What follows belongs to an exercise in optimizing a design on an open flow for small area, a short achievable clock period and few clock cycles; a production flow would make more cautious choices. The RTL was checked by simulation tests, not by an equivalence proof against the original design.

## flow/run.sh

```bash
#!/bin/bash
# synth_recipe.tcl (not shown) runs the flow's synth.tcl, then flattens the netlist and writes it again
# the make line also repeats each setting of config.mk as NAME=value (left out here)
make -C /OpenROAD-flow-scripts/flow DESIGN_CONFIG=/design/flow/config.mk WORK_HOME=/design/flow/orfs CLKGATE_MAP_FILE= SYNTH_SCRIPT=/design/flow/synth_recipe.tcl finish
```

## flow/config.mk

```make
export PLATFORM = sky130hd
export DESIGN_NAME = srv_lead_loop
export DESIGN_NICKNAME = srv_lead_loop
export VERILOG_FILES = /design/flow/design.v
export SDC_FILE = /design/flow/constraint.sdc
export NUM_CORES = 4
export LEC_CHECK = 0
export CAP_MARGIN = 20
export CORE_MARGIN = 2
export CORE_UTILIZATION = 40
export SLEW_MARGIN = 20
```

## flow/constraint.sdc

```tcl
create_clock -name core_clock -period 20.0 [get_ports {clk}]
set_input_delay 4.0000 -clock core_clock [delete_from_list [all_inputs] [get_ports {clk}]]
set_output_delay 4.0000 -clock core_clock [all_outputs]
set_load 0.01 [all_outputs]
```

## flow/design.v

```verilog
module srv_lead_loop (
    input  wire               clk,
    input  wire               rst,         
    input  wire               start,
    input  wire               clear,       
    input  wire signed [15:0] sa,
    input  wire signed [15:0] sb,
    input  wire signed [15:0] sc,
    input  wire signed [15:0] sd,
    input  wire        [23:0] gray,        
    input  wire        [23:0] tgt_trk,
    input  wire signed [15:0] tgt_ofs,
    input  wire signed [17:0] ml,          
    input  wire signed [15:0] ff,
    input  wire signed [15:0] inj,
    input  wire        [17:0] amin,
    input  wire        [3:0]  gs,          
    input  wire        [23:0] intlim,
    input  wire signed [15:0] kds,
    output reg         [5:0]  tbl_addr,
    input  wire        [47:0] tbl_rdata,   
    output reg                done,
    output reg                fail,
    output reg  signed [15:0] pes,
    output reg  signed [48:0] pos,
    output reg  signed [24:0] err,
    output reg  signed [24:0] integ,
    output reg  signed [15:0] u
);
    localparam S_IDLE = 4'd0, S_DIV = 4'd1, S_POS = 4'd2, S_ADDR = 4'd3,
               S_RD0  = 4'd4, S_RD1 = 4'd5, S_GAIN = 4'd6, S_INT = 4'd7,
               S_OUT  = 4'd8;
    reg [3:0] state;
    reg [5:0] cnt;
    reg signed [24:0] i_acc;      
    reg signed [24:0] e_prev;
    reg               first;      
    wire signed [16:0] n_val = sa - sc;
    wire signed [16:0] q_val = sb - sd;
    wire        [16:0] n_abs = n_val[16] ? -n_val : n_val;
    wire        [16:0] q_abs = q_val[16] ? -q_val : q_val;
    wire        [17:0] amp   = n_abs + q_abs;
    wire               par   = q_val[16];             
    wire               amp_bad = (amp == 18'd0) || (amp < amin);
    wire               neg_q = par ? (n_val > 0) : n_val[16];
    reg  [31:0] dividend;
    reg  [31:0] quot;
    reg  [17:0] rem;
    wire [18:0] rem_sh  = {rem, dividend[31]};
    wire [18:0] rem_sub = rem_sh - {1'b0, amp};
    wire signed [32:0] pes_full = neg_q ? -$signed({1'b0, quot}) : $signed({1'b0, quot});
    wire signed [15:0] pes_sat  = (pes_full > 33'sd32767) ? 16'sd32767 : pes_full[15:0];
    reg [23:0] bin_trk;
    integer k;
    always @(*) begin
        bin_trk[23] = gray[23];
        for (k = 22; k >= 0; k = k - 1)
            bin_trk[k] = bin_trk[k+1] ^ gray[k];
    end
    wire [31:0] trk_c = (bin_trk[0] != par) ? (pes_sat[15] ? {8'd0, bin_trk} + 32'd1
                                                           : {8'd0, bin_trk} - 32'd1)
                                            : {8'd0, bin_trk};
    wire signed [49:0] pos_full = $signed({2'b00, trk_c, 16'd0}) + pes_sat;
    wire signed [49:0] tgt_full = $signed({2'b00, tgt_trk, 16'd0}) + tgt_ofs;
    wire signed [49:0] e_full   = tgt_full - pos_full;
    wire signed [24:0] e_sat    = (e_full > 50'sd8388608)  ?  25'sd8388608 :
                                  (e_full < -50'sd8388608) ? -25'sd8388608 : e_full[24:0];
    reg  signed [24:0] e_r;
    reg  signed [48:0] pos_r;
    reg  signed [15:0] pes_r;
    wire        [23:0] m_abs = e_r[24] ? -e_r : e_r;    
    wire        [23:0] idx   = m_abs >> gs;
    wire        [11:0] frac  = m_abs & ((24'd1 << gs) - 24'd1);
    wire               top   = (idx >= 24'd63);
    wire        [5:0]  a0    = top ? 6'd63 : idx[5:0];
    wire        [5:0]  a1    = top ? 6'd63 : idx[5:0] + 6'd1;
    reg  signed [15:0] t0_kp, t0_ki, t0_kd;
    wire signed [15:0] t1_kp = tbl_rdata[15:0];
    wire signed [15:0] t1_ki = tbl_rdata[31:16];
    wire signed [15:0] t1_kd = tbl_rdata[47:32];
    function signed [16:0] interp;
        input signed [15:0] lo;
        input signed [15:0] hi;
        input        [11:0] f;
        input        [3:0]  sh;
        input               at_top;
        reg   signed [31:0] prod;
        reg   signed [31:0] step;
        begin
            prod   = (hi - lo) * $signed({1'b0, f});
            step   = prod >>> sh;
            interp = at_top ? lo : lo + $signed(step[16:0]);
        end
    endfunction
    reg signed [16:0] kp_r, ki_r, kd_r;
    wire signed [41:0] ki_prod = ki_r * e_r;
    wire signed [27:0] i_inc   = ki_prod >>> 14;
    wire signed [28:0] i_sum   = i_acc + i_inc;
    wire signed [28:0] lim_p   = $signed({5'd0, intlim});
    wire signed [28:0] lim_n   = -$signed({5'd0, intlim});
    wire signed [24:0] i_new   = (i_sum > lim_p) ? lim_p[24:0] :
                                 (i_sum < lim_n) ? lim_n[24:0] : i_sum[24:0];
    wire signed [25:0] de      = first ? 26'sd0 : (e_r - e_prev);
    wire signed [41:0] kp_prod = kp_r * e_r;
    wire signed [42:0] kd_prod = kd_r * de;
    wire signed [33:0] ds_prod = kds * ml;
    wire signed [35:0] u_sum   = (kp_prod >>> 14) + i_acc + (kd_prod >>> 14)
                               + (ds_prod >>> 14) + ff + inj;
    wire signed [15:0] u_sat   = (u_sum > 36'sd32767)  ? 16'sd32767 :
                                 (u_sum < -36'sd32768) ? -16'sd32768 : u_sum[15:0];
    always @(posedge clk) begin
        if (rst) begin
            state    <= S_IDLE;
            cnt      <= 6'd0;
            i_acc    <= 25'sd0;
            e_prev   <= 25'sd0;
            first    <= 1'b1;
            tbl_addr <= 6'd0;
            done     <= 1'b0;
            fail     <= 1'b0;
            pes      <= 16'sd0;
            pos      <= 49'sd0;
            err      <= 25'sd0;
            integ    <= 25'sd0;
            u        <= 16'sd0;
        end else begin
            done <= 1'b0;
            case (state)
                S_IDLE: if (start) begin
                    if (clear) begin
                        i_acc <= 25'sd0;
                        first <= 1'b1;
                    end
                    if (amp_bad) begin
                        done  <= 1'b1;
                        fail  <= 1'b1;
                    end else begin
                        dividend <= {n_abs[16:0], 15'd0};
                        quot     <= 32'd0;
                        rem      <= 18'd0;
                        cnt      <= 6'd0;
                        state    <= S_DIV;
                    end
                end
                S_DIV: begin
                    if (rem_sub[18]) begin
                        rem  <= rem_sh[17:0];
                        quot <= {quot[30:0], 1'b0};
                    end else begin
                        rem  <= rem_sub[17:0];
                        quot <= {quot[30:0], 1'b1};
                    end
                    dividend <= {dividend[30:0], 1'b0};
                    cnt <= cnt + 6'd1;
                    if (cnt == 6'd31) state <= S_POS;
                end
                S_POS: begin
                    pes_r <= pes_sat;
                    pos_r <= pos_full[48:0];
                    e_r   <= e_sat;
                    state <= S_ADDR;
                end
                S_ADDR: begin
                    tbl_addr <= a0;
                    state    <= S_RD0;
                end
                S_RD0: begin
                    tbl_addr <= a1;
                    state    <= S_RD1;
                end
                S_RD1: begin
                    t0_kp <= t1_kp;
                    t0_ki <= t1_ki;
                    t0_kd <= t1_kd;
                    state <= S_GAIN;
                end
                S_GAIN: begin
                    kp_r  <= interp(t0_kp, t1_kp, frac, gs, top);
                    ki_r  <= interp(t0_ki, t1_ki, frac, gs, top);
                    kd_r  <= interp(t0_kd, t1_kd, frac, gs, top);
                    state <= S_INT;
                end
                S_INT: begin
                    i_acc <= i_new;
                    state <= S_OUT;
                end
                S_OUT: begin
                    pes    <= pes_r;
                    pos    <= pos_r;
                    err    <= e_r;
                    integ  <= i_acc;
                    u      <= u_sat;
                    fail   <= 1'b0;
                    done   <= 1'b1;
                    e_prev <= e_r;
                    first  <= 1'b0;
                    state  <= S_IDLE;
                end
                default: state <= S_IDLE;
            endcase
        end
    end
endmodule
```

==> summary.log <==
qor: sta.clock.fmax 52.8 MHz
qor: sta.timing_max_transition_violations_final 0
qor: run.max-cap-violations 0
qor: clock_network.cts_htree_levels 2
qor: sta.final.hold.worst_slack 453 ps
qor: critical_path.timing.critical_path.required 20520 ps
qor: placement.numPortBuffers 430
qor: synthesis.yosys.area.top_type sky130_fd_sc_hd__fa_1
qor: routing.remaining_antenna_violation_count 0
qor: min_path.min_path_type reg -> reg
qor: clock_network.cts-buffers-inserted 59
qor: global_route.gr-usage-all-layers 0.245
qor: floorplanning.rows 202
qor: critical_path.worst_r2r_endpoint u[14]
qor: routing.avgRoutedWirePerCell 20.7 um
qor: routing.wl_met3 22800 um
qor: synthesis.ys_seq_elements 399
qor: routing.overall_via_count_from_detail_route 95.8k
qor: clock_network.post_cts_hold_buffer_count 0
qor: clock_network.cts_tree built
qor: critical_path.worst-setup-path-type in -> reg
qor: layout.drive_above_1_share 0.0388
qor: sta.final_hold_violating_endpoints 0
qor: placement.place_ws -105 ps
qor: sta.max_slew_margin 0.230
qor: min_path.worstHoldStart integ[10]
qor: floorplanning.start_util 0.402
qor: critical_path.worstSetupEndpointType flip-flop
qor: global_route.first_global_vias 98.4k
qor: critical_path.rr_startpoint e_r[0]
qor: clock_network.clk_pin_slew 60 ps
qor: routing.vias_per_cell 5.29
qor: sta.tns 0 ps
qor: layout.layout-area-overhead-vs-synth 8.90%
qor: synthesis.synth.area.top_cells sky130_fd_sc_hd__fa_1 (37%), sky130_fd_sc_hd__ha_1 (11%), sky130_fd_sc_hd__inv_1 (8.3%)
qor: sta.tightest_slew 1160 ps
qor: critical_path.worstPathArrival 19460 ps
qor: routing.detail_route.drc_violations 0
qor: synthesis.synth_flop_cell sky130_fd_sc_hd__edfxtp_1
qor: sta.final.period_utilization 0.947
qor: synthesis.synth_cell_types 100
qor: min_path.min_delay_worst_endpoint integ[10]
qor: critical_path.slowest_delay 530 ps
qor: sta.post-route-min-period 18940 ps
qor: min_path.holdPathStages 2
qor: placement.hpwl 303000 um
qor: layout.design.final.nets 17.7k
qor: floorplanning.pin_count 431
qor: global_route.number_of_antenna_violations_at_the_first_check_in_global_routing 42
qor: critical_path.worst_setup_path_start_kind input pin
qor: sta.timing.final.ws_setup 1060 ps
qor: clock_network.cts.path.max_buffers 3
qor: sta.finalSetupViolCount 0
qor: synthesis.post_synthesis_cells 14.0k
qor: critical_path.r2r_setup_slack 4350 ps
qor: synthesis.async_reset_ff_frac 0
qor: synthesis.postSynthNetCount 17.6k
qor: global_route.pin_count_of_the_biggest_net_entering_global_routing 83
qor: synthesis.synth_top_cell_area_share 0.373
qor: synthesis.synth-edff-count 240
qor: clock_network.insertion_delay 770 ps
qor: placement.postPlaceCellArea 130000 um^2
qor: sta.clock_tree_skew_after_final_layout 40.6 ps
qor: routing.dr_wl_met2 174000 um
qor: status.outcome finished clean
qor: critical_path.critPathMostFrequentCell sky130_fd_sc_hd__ha_1
qor: placement.gp_routability_congestion 0.918
qor: clock_network.cts_root_buf sky130_fd_sc_hd__clkbuf_16
qor: sta.rsz0062_at_grt no
qor: synthesis.ys_seq_area_frac 0.0855
qor: critical_path.critical_path.slowest_cell sky130_fd_sc_hd__or4_1
qor: floorplanning.die_area 308000 um^2
qor: synthesis.synth.most_common_cell sky130_fd_sc_hd__inv_1
qor: global_route.final_global_route_overflow_total 0
qor: floorplanning.fp.dieW 555 um
qor: routing.drt_iter0_markers 6618
qor: synthesis.post_synth.cell_area_avg 8.70 um^2
qor: global_route.grt_first_pass_wirelength 587000 um
qor: clock_network.cts.sinks 399
qor: floorplanning.fp.coreArea 303000 um^2
qor: routing.first_pass_iters 6
qor: critical_path.path_max_fanout 24
qor: synthesis.synthesis.yosys.warnings 1
qor: layout.finalInstanceArea 132000 um^2
qor: routing.maxUsedRoutingLayer met5
qor: critical_path.register_to_register_path_depth 53
qor: routing.drt-met1-wl 166000 um
qor: synthesis.synth.cell_area 121000 um^2
qor: routing.wl 374000 um
qor: synthesis.yosys-top-cells-count sky130_fd_sc_hd__inv_1 (2692), sky130_fd_sc_hd__fa_1 (2263), sky130_fd_sc_hd__nand2_1 (1726)
qor: floorplanning.floorplan.die.height 555 um
cell usage in the layout, fill, tap and decap left out, drive strengths merged, types with 33 or more instances in the layout:
master,instances
or2,45
and2,661
clkdlybuf4s50,425
o31ai,54
a21o,183
nand2b,153
inv,2696
mux2i,180
buf,221
a211oi,96
nand2,1726
nand4,59
o21ai,363
nor2b,86
o21a,106
ha,1060
or3,71
dfxtp,159
fa,2263
nor4,33
mux2,49
clkbuf,68
xnor2,404
nor3,184
a31oi,102
and3,74
a311oi,34
a21oi,540
a21boi,52
xor2,187
nand3,139
edfxtp,240
nor2,864
o211ai,41
o21bai,58
critical path, delay by kind of cell:
family,cells,cell delay [ps]
adder cells (fa/ha/maj),26,8160
XOR/XNOR,2,320
AO/OA/AOI/OAI,12,2300
buffers and inverters,25,2010
AND/OR/NAND/NOR,14,2640
registers in the layout (all words and copies together) (netlist names), 17 cells and up:
signal / cells
dividend: 17
e_r: 25
err: 25
i_acc: 25
integ: 25
kd_r: 17
ki_r: 17
kp_r: 17
pos: 49
pos_r: 34
quot: 32
rem: 18
how the worst max path moves through the flow:
stage                     cells after the start  slack, ps      end     start
after floorplan                              79       1090  e_r[23]  gray[22]
after global placement                       78         60  e_r[23]  gray[22]
after detailed placement                     78       -100  e_r[23]  gray[22]
after CTS                                    78        690  e_r[23]  gray[22]
after global routing                         79          1  e_r[23]  gray[23]
final                                        79       1060  e_r[23]  gray[22]
timing repair:
action,CTS,global route
buffers inserted,0,2
gates resized for setup,0,21
endpoints found under the setup margin,0,24
kinds of logic (layout without fill, tap and decap cells):
family | Yosys count | count (layout) | synth area share
mux | 249 | 249 | 0.0231
flops | 399 | 399 | 0.0855
other cells | 0 | 12 | 0
fa+ha+maj | 3323 | 3323 | 0.482
buf+inv | 3307 | 3451 | 0.103
compound gates | 1914 | 1914 | 0.104
simple gates | 4177 | 4177 | 0.160
xor+xnor | 591 | 591 | 0.0426
per-stage QoR:
step	instances	util
after floorplan	14000	-
after global placement	18000	0.430
after detailed placement	18000	0.430
after CTS	18100	0.437
after global routing	18100	0.437
final	18100	0.437
layout make-up:
type                       instances  area (um^2)
clock inverter                    43          477
fill                           29900       170000
sequential                       399        10400
timing repair buffer             646         5920
multi-input combinational      10300        98800
inverter                        2694        10100
antenna                           12         30.0
tap                             3978         4980
clock buffer                      68         1550
per-layer routing:
| layer | global-route usage | vias up |
|---|---|---|
| li1 | - | 44200 |
| met1 | 0.337 | 48200 |
| met2 | 0.404 | 2872 |
| met3 | 0.0326 | 481 |
| met4 | 0.0671 | 28 |
| met5 | 0 | - |
Testbench counts, summed over its fixed seeds: cycles 93,036.

re-timing with driven ports:
No port has a modelled driver above. Below, the same layout with a new extraction and two added sets of constraints.
Step 1 (the two cells are an assumption about what drives the block):
set clk [get_ports {clk}]
set_driving_cell -lib_cell sky130_fd_sc_hd__clkbuf_16 $clk
set_driving_cell -lib_cell sky130_fd_sc_hd__buf_2 [delete_from_list [all_inputs] $clk]
Step 2 moves the port delays by t, midway between the first and last clock arrival at a register: inputs arrive t later, outputs are due t later. That takes back most of the time a late clock gives input paths.
a / b / c = ideal / step 1 / step 2; a / b = the first two.
shift t [ns]: 0.863
slack for setup (ns): 1.063 / 1.152 / 0.290
latest minus earliest clock arrival (ns): 0.041 / 0.041
After both steps setup and hold are still met in this run. The setup slack of this run moves by +0.089 ns with the drivers and by -0.773 ns with both steps.
